Background: an optimization exercise with open tools, aiming at small area, a short achievable clock period and few clock cycles per item. Do not read the settings as production practice.
The RTL was checked by simulation tests, not by an equivalence proof against the original design.

03-17:
// sha256_core
module sha256_core (
    input  wire         clk,
    input  wire         rst,         
    input  wire         in_valid,
    output wire         in_ready,
    input  wire [31:0]  in_data,     
    input  wire         in_first,    
    input  wire         in_last,     
    output wire         out_valid,
    input  wire         out_ready,
    output wire [255:0] out_digest   
);
export LEC_CHECK = 0
export CAP_MARGIN = 20
export CORE_MARGIN = 2
export CORE_UTILIZATION = 40
export CTS_CLUSTER_DIAMETER = 150
export CTS_CLUSTER_SIZE = 25
export PLACE_DENSITY = 0.6
export SETUP_SLACK_MARGIN = 5
export SLEW_MARGIN = 20
create_clock -name core_clock -period 10.0 [get_ports {clk}]
standard.sh (not shown) runs the stock make flow with config.mk's settings and CLKGATE_MAP_FILE= SYNTH_SCRIPT=/design/flow/synth_recipe.tcl, a recipe that flattens the netlist after the stock synthesis.
==> flow/flow/run.sh <==
#!/bin/bash
# The standard layout, with the port buffers made of the smallest buffer
# (buf_1) instead of the delay buffer buffer_ports picks by default.
set -euo pipefail
bash standard.sh "BUFFER_PORTS_ARGS=-buffer_cell sky130_fd_sc_hd__buf_1" finish > orfs_make.log 2>&1
Testbench counts of 03-17, summed over its fixed seeds: cycles 52,684, blocks 798.
For 02-07, these inputs were changed with respect to 03-17:
Settings: a change of CTS_CLUSTER_SIZE from 25 to 20.
==> flow/run.sh (new file) <==
#!/bin/bash
# synth_recipe.tcl (not shown) runs the flow's synth.tcl, then flattens the netlist and writes it again
# the make line also repeats each setting of config.mk as NAME=value (left out here)
make -C /OpenROAD-flow-scripts/flow DESIGN_CONFIG=/design/flow/config.mk WORK_HOME=/design/flow/orfs CLKGATE_MAP_FILE= SYNTH_SCRIPT=/design/flow/synth_recipe.tcl finish
removed: flow/flow/run.sh
removed: flow/standard.sh
--- outcome ---
Largest stage delay on the critical path was higher in the run labelled 03-17. | clock-buffer cell count | higher: 02-07 |. The first-iteration DRC count of 02-07 is higher than that of 03-17. On 02-07: fraction of area in clock buffers and inverters is 0.27 points higher than what 03-17 gave. Lower number of antenna violations at the first check in global routing among 02-07 and 03-17: 02-07. In the reports for 02-07 and 03-17, the larger number of buffers created by CTS belongs to 02-07. The non-filler instance count after layout on 02-07 is in line with that on 03-17. In the flow results for 02-07 and 03-17, the cell area is smaller on 03-17.

* * *

== juniper ==
sha256_core again, from the RTL that the note above started with.
Settings: LEC_CHECK=0, CAP_MARGIN=5, CORE_MARGIN=2, CORE_UTILIZATION=40, CTS_CLUSTER_DIAMETER=150, CTS_CLUSTER_SIZE=20, PLACE_DENSITY=0.6, SETUP_SLACK_MARGIN=5, SLEW_MARGIN=5; clock period 10.0 ns.
==> flow/flow/run.sh <==
#!/bin/bash
# The standard layout, with the port buffers made of the smallest buffer
# (buf_1) instead of the delay buffer buffer_ports picks by default.
set -euo pipefail
bash standard.sh "BUFFER_PORTS_ARGS=-buffer_cell sky130_fd_sc_hd__buf_1" finish > orfs_make.log 2>&1
juniper finished all stages; the layout is clean.
Testbench counts of juniper, summed over its fixed seeds: cycles 52,684, blocks 798.
> inputs changed (juniper -> tundra)
# juniper
export LEC_CHECK = 0
export CAP_MARGIN = 5
export CORE_MARGIN = 2
export CORE_UTILIZATION = 40
export CTS_CLUSTER_DIAMETER = 150
export CTS_CLUSTER_SIZE = 20
export PLACE_DENSITY = 0.6
export SETUP_SLACK_MARGIN = 5
export SLEW_MARGIN = 5
create_clock -name core_clock -period 10.0 [get_ports {clk}]
# tundra
export LEC_CHECK = 0
export CAP_MARGIN = 20
export CORE_MARGIN = 2
export CORE_UTILIZATION = 40
export PLACE_DENSITY = 0.6
export SETUP_SLACK_MARGIN = 5
export SLEW_MARGIN = 20
create_clock -name core_clock -period 10.0 [get_ports {clk}]
==> flow/run.sh (new file) <==
#!/bin/bash
# synth_recipe.tcl (not shown) runs the flow's synth.tcl, then flattens the netlist and writes it again
# the make line also repeats each setting of config.mk as NAME=value (left out here)
make -C /OpenROAD-flow-scripts/flow DESIGN_CONFIG=/design/flow/config.mk WORK_HOME=/design/flow/orfs CLKGATE_MAP_FILE= SYNTH_SCRIPT=/design/flow/synth_recipe.tcl finish
removed: flow/flow/run.sh
removed: flow/standard.sh
## What came out
Delta (tundra minus juniper): signed area change from the synthesized netlist to the final layout up 6.7 points, non-clock buffer count now smaller. On die area, tundra and juniper are basically level. Re clock-pin slew on the worst setup and hold paths: juniper was higher than tundra. The lower met1 routed wirelength after detailed routing of tundra and juniper is in juniper. STATUS minimum hold slack: tundra loses against juniper. Compared with juniper, placement density in the core of tundra is higher. Global-route usage over all layers came out higher on tundra than on juniper. [tundra] depth of the CTS H-tree rose 1 relative to juniper.
For xenon, these inputs were changed with respect to tundra:
# tundra
export LEC_CHECK = 0
export CAP_MARGIN = 20
export CORE_MARGIN = 2
export CORE_UTILIZATION = 40
export PLACE_DENSITY = 0.6
export SETUP_SLACK_MARGIN = 5
export SLEW_MARGIN = 20
create_clock -name core_clock -period 10.0 [get_ports {clk}]
# xenon
export LEC_CHECK = 0
export CAP_MARGIN = 20
export CORE_MARGIN = 2
export CORE_UTILIZATION = 40
export CTS_CLUSTER_DIAMETER = 150
export CTS_CLUSTER_SIZE = 20
export PLACE_DENSITY = 0.6
export SETUP_SLACK_MARGIN = 5
export SLEW_MARGIN = 20
create_clock -name core_clock -period 10.0 [get_ports {clk}]
==> flow/flow/run.sh (new file) <==
#!/bin/bash
# The standard layout, with the port buffers made of the smallest buffer
# (buf_1) instead of the delay buffer buffer_ports picks by default.
set -euo pipefail
bash standard.sh "BUFFER_PORTS_ARGS=-buffer_cell sky130_fd_sc_hd__buf_1" finish > orfs_make.log 2>&1
==> flow/standard.sh (new file) <==
#!/bin/bash
# synth_recipe.tcl (not shown) runs the flow's synth.tcl, then flattens the netlist and writes it again
# the make line also repeats each setting of config.mk as NAME=value (left out here)
make -C /OpenROAD-flow-scripts/flow DESIGN_CONFIG=/design/flow/config.mk WORK_HOME=/design/flow/orfs CLKGATE_MAP_FILE= SYNTH_SCRIPT=/design/flow/synth_recipe.tcl "${@:-finish}"
removed: flow/run.sh
==> summary.txt <==
- Total track usage was higher in tundra than in xenon.
- Reported for xenon and tundra, number of buffers and inverters on the critical path turned out identical to the last digit.
- Row worst setup slack: xenon lower / tundra higher
Input-level comparison between sierra and xenon:
# xenon
export LEC_CHECK = 0
export CAP_MARGIN = 20
export CORE_MARGIN = 2
export CORE_UTILIZATION = 40
export CTS_CLUSTER_DIAMETER = 150
export CTS_CLUSTER_SIZE = 20
export PLACE_DENSITY = 0.6
export SETUP_SLACK_MARGIN = 5
export SLEW_MARGIN = 20
create_clock -name core_clock -period 10.0 [get_ports {clk}]
# sierra
export LEC_CHECK = 0
export CAP_MARGIN = 20
export CORE_MARGIN = 2
export CORE_UTILIZATION = 40
export CTS_BUF_LIST = sky130_fd_sc_hd__clkbuf_4 sky130_fd_sc_hd__clkbuf_8
export PLACE_DENSITY = 0.6
export SETUP_SLACK_MARGIN = 5
export SLEW_MARGIN = 20
create_clock -name core_clock -period 10.0 [get_ports {clk}]
==> flow/run.sh (new file) <==
#!/bin/bash
# synth_recipe.tcl (not shown) runs the flow's synth.tcl, then flattens the netlist and writes it again
# the make line also repeats each setting of config.mk as NAME=value (left out here)
make -C /OpenROAD-flow-scripts/flow DESIGN_CONFIG=/design/flow/config.mk WORK_HOME=/design/flow/orfs CLKGATE_MAP_FILE= SYNTH_SCRIPT=/design/flow/synth_recipe.tcl finish
removed: flow/flow/run.sh
removed: flow/standard.sh
[summary]
- No stage failed in sierra, and the final checks on the layout all came back clean.
- From xenon to sierra the numbers moved as follows: non-clock buffer count shrank by 0.92%; post-layout instance area grew by 6.4%.
- Relative to xenon, initial antenna violation count decreased by 1 in sierra.
## Diff of input files: cedar against sierra
# sierra
export LEC_CHECK = 0
export CAP_MARGIN = 20
export CORE_MARGIN = 2
export CORE_UTILIZATION = 40
export CTS_BUF_LIST = sky130_fd_sc_hd__clkbuf_4 sky130_fd_sc_hd__clkbuf_8
export PLACE_DENSITY = 0.6
export SETUP_SLACK_MARGIN = 5
export SLEW_MARGIN = 20
create_clock -name core_clock -period 10.0 [get_ports {clk}]
# cedar
export LEC_CHECK = 0
export CAP_MARGIN = 20
export CORE_MARGIN = 2
export CORE_UTILIZATION = 40
export PLACE_DENSITY = 0.6
export SETUP_SLACK_MARGIN = 5
export SLEW_MARGIN = 20
create_clock -name core_clock -period 10.0 [get_ports {clk}]
==> flow/flow/run.sh (new file) <==
#!/bin/bash
# The standard layout, with the port buffers made of the smallest buffer
# (buf_1) instead of the delay buffer buffer_ports picks by default.
set -euo pipefail
bash standard.sh "BUFFER_PORTS_ARGS=-buffer_cell sky130_fd_sc_hd__buf_1" finish > orfs_make.log 2>&1
==> flow/standard.sh (new file) <==
#!/bin/bash
# synth_recipe.tcl (not shown) runs the flow's synth.tcl, then flattens the netlist and writes it again
# the make line also repeats each setting of config.mk as NAME=value (left out here)
make -C /OpenROAD-flow-scripts/flow DESIGN_CONFIG=/design/flow/config.mk WORK_HOME=/design/flow/orfs CLKGATE_MAP_FILE= SYNTH_SCRIPT=/design/flow/synth_recipe.tcl "${@:-finish}"
removed: flow/run.sh
### Flow results
Every stage of the flow completed for cedar, and the final layout passed the timing, DRC and antenna checks.
Cmp cedar vs sierra: area added between synthesis and finish lower in cedar
Diff sierra -> cedar: fraction of layout instances using a drive strength above 1 went down 2.2 points; number of vias per cell after detailed routing went up 0.032.
From sierra to cedar the numbers moved as follows: arrival time of the worst setup path now smaller, setup slack now smaller.
When cedar is measured against sierra, its final clock period utilization by the worst path turns out 0.27 points higher.

afterwards: timing with drivers on the ports:
The results above use ideal ports. As a check the final layouts listed here were re-extracted and re-timed, cells and wires unchanged. Step 1 sets driving cells, clkbuf_16 on the clock port and buf_2 on the other inputs (assumed; they add their load-dependent delay and slew). Step 2 also shifts input and output timing later by t, the mid clock arrival at the registers, as if the neighbouring blocks saw the same clock. Slacks: ideal ports / drivers / drivers and shift; pairs: ideal ports / drivers.
| run | t (ns) | slack for setup (ns) | cell pins on the clock port's net |
|---|---|---|---|
| 03-17 | 0.769 | 5.052 / 5.052 / 4.852 | 1 |
| 02-07 | 0.787 | 5.076 / 5.076 / 4.711 | 1 |
| juniper | 0.800 | 5.070 / 5.070 / 4.883 | 1 |
| tundra | 0.824 | 5.108 / 5.108 / 4.712 | 1 |
| xenon | 0.800 | 5.070 / 5.070 / 4.883 | 1 |
| sierra | 0.990 | 5.106 / 5.106 / 4.674 | 1 |
| cedar | 0.811 | 5.079 / 5.079 / 4.872 | 1 |
After both steps every run listed still meets setup and hold. For sierra, which loses most, drivers alone change the setup slack by 0.000 ns; drivers and shift together by -0.432 ns.
